Background: an optimization exercise with open tools, aiming at small area, a short achievable clock period and few clock cycles. Do not read the settings as production practice. RTL that was checked went through simulation tests only; none was proved equivalent to the original.

// dg_lane
module dg_lane (
    input  wire         clk,
    input  wire         rst,
    input  wire         in_valid,
    output wire         in_ready,
    input  wire [31:0]  in_data,
    input  wire         in_last,
    input  wire [2:0]   in_nbytes,
    input  wire [1:0]   in_mode,
    output wire         out_valid,
    output wire [255:0] out_digest
);
Size in the first run: ~6800 cells after synthesis, about 1700 flip-flops, ~300 I/O pins, about 0.066 mm^2 of cells after synthesis.
make LEC_CHECK=0 ABC_AREA=1 CAP_MARGIN=20 CORE_MARGIN=2 CORE_UTILIZATION=50 PLACE_DENSITY=0.6 SETUP_SLACK_MARGIN=4.5 SLEW_MARGIN=20 finish   # period 10.0 ns
run.sh (not shown) runs the stock make flow with config.mk's settings and CLKGATE_MAP_FILE= SYNTH_SCRIPT=/design/flow/synth_recipe.tcl, a recipe that flattens the netlist after the stock synthesis.
Testbench counts at the start, summed over its fixed seeds: cycles 160,840.
Change:
- CORE_UTILIZATION: 50 -> 60
- PLACE_DENSITY: 0.6 -> 0.7
- SETUP_SLACK_MARGIN: 4.5 -> 5
The new run passed the timing, design-rule and antenna checks. Cell area shrinks by 0.40%. Area after synthesis stays the same. Via count came out higher by 4.3%. Cell count shrinks by 3.8%. Count of clock-buffer cells in the layout shrinks by 16. Wire length went up by 0.81%. Worst hold slack is about the same. Die area fell by 16%. Setup slack is better by 0.28 ns.

dg_lane, a different RTL version from the one above (not shown whole).
Size: roughly 6800 cells after synthesis, about 1700 flip-flops, ~300 I/O pins, roughly 0.067 mm² of cells after synthesis.
clock: 10.0 ns
lec_check: 0
abc_area: 1
cap_margin: 20
core_margin: 2
core_utilization: 60
cts_cluster_diameter: 100
cts_cluster_size: 25
place_density: 0.7
slew_margin: 20
standard.sh (not shown) runs the stock make flow with config.mk's settings and CLKGATE_MAP_FILE= SYNTH_SCRIPT=/design/flow/synth_recipe.tcl, a recipe that flattens the netlist after the stock synthesis.
==> flow/flow/run.sh <==
#!/bin/bash
# The standard layout (the standard.sh, standard synthesis included) with two
# changes: the input and output port buffers are sky130_fd_sc_hd__buf_1 cells
# instead of the resizer's default choice, and timing repair aims for 5.5 ns of
# setup slack (a 4.5 ns period) at the design's 10 ns clock.
set -euo pipefail
export BUFFER_PORTS_ARGS="-buffer_cell sky130_fd_sc_hd__buf_1"
bash standard.sh SETUP_SLACK_MARGIN=5.5 synth > synth.log 2>&1
bash standard.sh SETUP_SLACK_MARGIN=5.5 finish > finish.log 2>&1
The baseline completed with no timing, DRC or antenna violations.
Testbench counts at the start, summed over its fixed seeds: cycles 160,840.
Next try:
==> flow/run.sh (new file) <==
#!/bin/bash
# synth_recipe.tcl (not shown) runs the flow's synth.tcl, then flattens the netlist and writes it again
# the make line also repeats each setting of config.mk as NAME=value (left out here)
make -C /OpenROAD-flow-scripts/flow DESIGN_CONFIG=/design/flow/config.mk WORK_HOME=/design/flow/orfs CLKGATE_MAP_FILE= SYNTH_SCRIPT=/design/flow/synth_recipe.tcl finish
- CTS_CLUSTER_DIAMETER: 100 -> default
- CTS_CLUSTER_SIZE: 25 -> default
- SETUP_SLACK_MARGIN: default -> 5
removed: flow/flow/run.sh
removed: flow/standard.sh
=>
- via count is higher slightly
- cell area is higher by a few percent
- clock skew is higher by 0.024 ns
- final cell count is higher slightly
Next try:
==> flow/flow/run.sh (new file) <==
#!/bin/bash
# The standard layout (the standard.sh, standard synthesis included) with two
# changes: the input and output port buffers are sky130_fd_sc_hd__buf_1 cells
# instead of the resizer's default choice, and timing repair aims for 6 ns of
# setup slack (a 4 ns period) at the design's 10 ns clock.
set -euo pipefail
export BUFFER_PORTS_ARGS="-buffer_cell sky130_fd_sc_hd__buf_1"
bash standard.sh SETUP_SLACK_MARGIN=6 synth > synth.log 2>&1
bash standard.sh SETUP_SLACK_MARGIN=6 finish > finish.log 2>&1
==> flow/standard.sh (new file) <==
#!/bin/bash
# synth_recipe.tcl (not shown) runs the flow's synth.tcl, then flattens the netlist and writes it again
# the make line also repeats each setting of config.mk as NAME=value (left out here)
make -C /OpenROAD-flow-scripts/flow DESIGN_CONFIG=/design/flow/config.mk WORK_HOME=/design/flow/orfs CLKGATE_MAP_FILE= SYNTH_SCRIPT=/design/flow/synth_recipe.tcl "${@:-finish}"
- CTS_CLUSTER_DIAMETER: default -> 100
- CTS_CLUSTER_SIZE: default -> 25
- SETUP_SLACK_MARGIN: 5 -> default
removed: flow/run.sh
=> The changed run passed the timing, design-rule and antenna checks; sequential share of layout area rose by 0.36 points; die area does not change; via count went up by 0.93%; worst hold slack improves by 0.023 ns; cell count stays flat; first-iteration DRC count is lower by about 3%; setup slack is better by 0.51 ns; count of clock-buffer cells in the layout goes down by 125; routed wire length went up by about 1.4%.
Next try:
==> flow/flow/run.sh (replaced) <==
#!/bin/bash
# The standard layout (the standard.sh, standard synthesis included) with two
# changes: the input and output port buffers are sky130_fd_sc_hd__buf_1 cells
# instead of the resizer's default choice, and timing repair aims for 5.5 ns of
# setup slack (a 4.5 ns period) at the design's 10 ns clock.
set -euo pipefail
export BUFFER_PORTS_ARGS="-buffer_cell sky130_fd_sc_hd__buf_1"
bash standard.sh SETUP_SLACK_MARGIN=5.5 synth > synth.log 2>&1
bash standard.sh SETUP_SLACK_MARGIN=5.5 finish > finish.log 2>&1
- CORE_UTILIZATION: 60 -> 66
- PLACE_DENSITY: 0.7 -> 0.76
=> The new run completed with no timing, DRC or antenna violations. Via count fell by 0.82%. Hold slack stays flat.

Setup of before:
Another version of the RTL of dg_lane (not shown whole).
For scale: about 6000 cells after synthesis, about 66000 um^2 of cells after synthesis.
Settings: LEC_CHECK=0, CAP_MARGIN=20, CORE_MARGIN=2, CORE_UTILIZATION=30, PLACE_DENSITY=0.45, SLEW_MARGIN=20; clock period 10.0 ns.
run.sh (not shown) runs the stock make flow with config.mk's settings and CLKGATE_MAP_FILE= SYNTH_SCRIPT=/design/flow/synth_recipe.tcl, a recipe that flattens the netlist after the stock synthesis.
Stock flow here: none of the scripts above is used.
[inputs] after vs before
# before
export LEC_CHECK = 0
export CAP_MARGIN = 20
export CORE_MARGIN = 2
export CORE_UTILIZATION = 30
export PLACE_DENSITY = 0.45
export SLEW_MARGIN = 20
create_clock -name core_clock -period 10.0 [get_ports {clk}]
# after
export LEC_CHECK = 0
export CAP_MARGIN = 20
export CORE_MARGIN = 2
export CORE_UTILIZATION = 50
export PLACE_DENSITY = 0.6
export SETUP_SLACK_MARGIN = 4.5
export SLEW_MARGIN = 20
create_clock -name core_clock -period 10.0 [get_ports {clk}]
## What came out
Max global-route usage across before and after: after
The run showing the greater first-pass GRT wire length is before.
No functional check of the RTL was part of any run of this note.

== v58 ==
RTL: one of the versions met above, not the one the previous note started from.
Size: roughly 6800 cells after synthesis, roughly 1700 flip-flops, ~300 I/O pins.
Settings: LEC_CHECK=0, ABC_AREA=1, CAP_MARGIN=20, CORE_MARGIN=2, CORE_UTILIZATION=60, CTS_CLUSTER_DIAMETER=100, CTS_CLUSTER_SIZE=25, PLACE_DENSITY=0.7, SETUP_SLACK_MARGIN=5, SLEW_MARGIN=20; clock period 10.0 ns.
Testbench counts of v58, summed over its fixed seeds: cycles 160,840.
The inputs of v50 differ from those of v58 as listed below.
Settings: SETUP_SLACK_MARGIN removed (was 5).
==> flow/flow/run.sh (new file) <==
#!/bin/bash
# The standard layout (the standard.sh, standard synthesis included) with two
# changes: the input and output port buffers are sky130_fd_sc_hd__buf_1 cells
# instead of the resizer's default choice, and timing repair aims for 5.75 ns of
# setup slack (a 4.25 ns period) at the design's 10 ns clock.
set -euo pipefail
export BUFFER_PORTS_ARGS="-buffer_cell sky130_fd_sc_hd__buf_1"
bash standard.sh SETUP_SLACK_MARGIN=5.75 synth > synth.log 2>&1
bash standard.sh SETUP_SLACK_MARGIN=5.75 finish > finish.log 2>&1
==> flow/standard.sh (new file) <==
#!/bin/bash
# synth_recipe.tcl (not shown) runs the flow's synth.tcl, then flattens the netlist and writes it again
# the make line also repeats each setting of config.mk as NAME=value (left out here)
make -C /OpenROAD-flow-scripts/flow DESIGN_CONFIG=/design/flow/config.mk WORK_HOME=/design/flow/orfs CLKGATE_MAP_FILE= SYNTH_SCRIPT=/design/flow/synth_recipe.tcl "${@:-finish}"
removed: flow/run.sh
### Flow results
- First element of the critical path = w[14][19]: v50; first element of the critical path = ph[0]: v58
- Compared with v58, in v50 proportion of cell area occupied by multi-input gates went up; total of fill cells in the finished design dropped about 4%; leftover overflow at the end of global routing about even.
- End of the critical path = w[15][7]: v58; end of the critical path = w[15][31]: v50
Input changes introduced in v4 (baseline for comparison: v50):
Settings: CTS_BUF_LIST now sky130_fd_sc_hd__clkbuf_8, previously not set; CTS_CLUSTER_SIZE now 16, was 25; CTS_CLUSTER_DIAMETER now 60, was 100.
==> flow/flow/run.sh <==
#!/bin/bash
# The standard layout (the standard.sh, standard synthesis included) with two
# changes: the input and output port buffers are sky130_fd_sc_hd__buf_1 cells
# instead of the resizer's default choice, and timing repair aims for 5.5 ns of
# setup slack (a 4.5 ns period) at the design's 10 ns clock.
set -euo pipefail
export BUFFER_PORTS_ARGS="-buffer_cell sky130_fd_sc_hd__buf_1"
bash standard.sh SETUP_SLACK_MARGIN=5.5 synth > synth.log 2>&1
bash standard.sh SETUP_SLACK_MARGIN=5.5 finish > finish.log 2>&1
==> comparison <==
- Going from v50 to v4, global router's overall resource usage shrinks by 0.47 points.
- Comparing v50 and v4, the higher clock period minus final worst setup slack was measured on v4.
- For the synthesis-to-finish area growth, v4 came in 2.2 points lower than v50 did.
- Number of stages on the worst setup path (higher): v50
- v50 has a higher sum of met3 wire segment lengths after detailed routing than v4.
- In the flow results for v50 and v4, the sequential share of layout area is smaller on v50.
- Going from v50 to v4, fraction of layout instances using a drive strength above 1 shrinks by 2.0 points.

[static timing again, ports no longer ideal]
How much do the figures lean on ideal ports? The routed layouts below were timed once more, with nothing changed but the port constraints.
Step 1: set_driving_cell puts a clkbuf_16 on clk and a buf_2 on each other input, an assumption about the parent block.
Step 2 adds t to the input delays and takes it off the output delays; t is the mean of the earliest and latest rising clock arrival at the registers after step 1. Input paths then give back, and output paths get back, about the clock's delay inside the block.
Three values: no drivers, after step 1, after step 2; two values: the first two.
run | t, ns | slack for setup (ns) | worst setup path after step 2 | latest minus earliest clock arrival (ns) | slew at the worst register clock pin (ns)
the first run of note 1 | 0.879 | 4.713 / 4.713 / 4.407 | input to register | 0.075 / 0.075 | 0.07 / 0.07
the second run of note 1 | 0.854 | 4.994 / 4.994 / 4.339 | input to register | 0.084 / 0.084 | 0.08 / 0.08
the first run of note 2 | 0.810 | 5.422 / 5.422 / 4.784 | input to register | 0.048 / 0.048 | 0.12 / 0.12
the second run of note 2 | 0.864 | 4.922 / 4.922 / 4.470 | input to register | 0.070 / 0.070 | 0.07 / 0.07
the third run of note 2 | 0.798 | 5.429 / 5.429 / 5.149 | input to register | 0.047 / 0.047 | 0.11 / 0.11
the fourth run of note 2 | 0.796 | 5.257 / 5.257 / 4.775 | input to register | 0.042 / 0.042 | 0.11 / 0.11
before | 0.947 | 3.401 / 3.302 / 4.157 | register to register | 0.108 / 0.107 | 0.08 / 0.08
after | 0.879 | 4.511 / 4.511 / 3.981 | input to register | 0.082 / 0.083 | 0.08 / 0.08
v58 | 0.795 | 4.942 / 4.942 / 4.465 | input to register | 0.035 / 0.035 | 0.11 / 0.11
v50 | 0.800 | 5.508 / 5.508 / 4.850 | input to register | 0.041 / 0.041 | 0.11 / 0.11
v4 | 0.972 | 5.397 / 5.397 / 4.562 | input to register | 0.077 / 0.077 | 0.12 / 0.12
After both steps every run listed still meets setup and hold. The setup slack of v4, which loses most, moves by 0.000 ns with the drivers and by -0.835 ns with both steps.
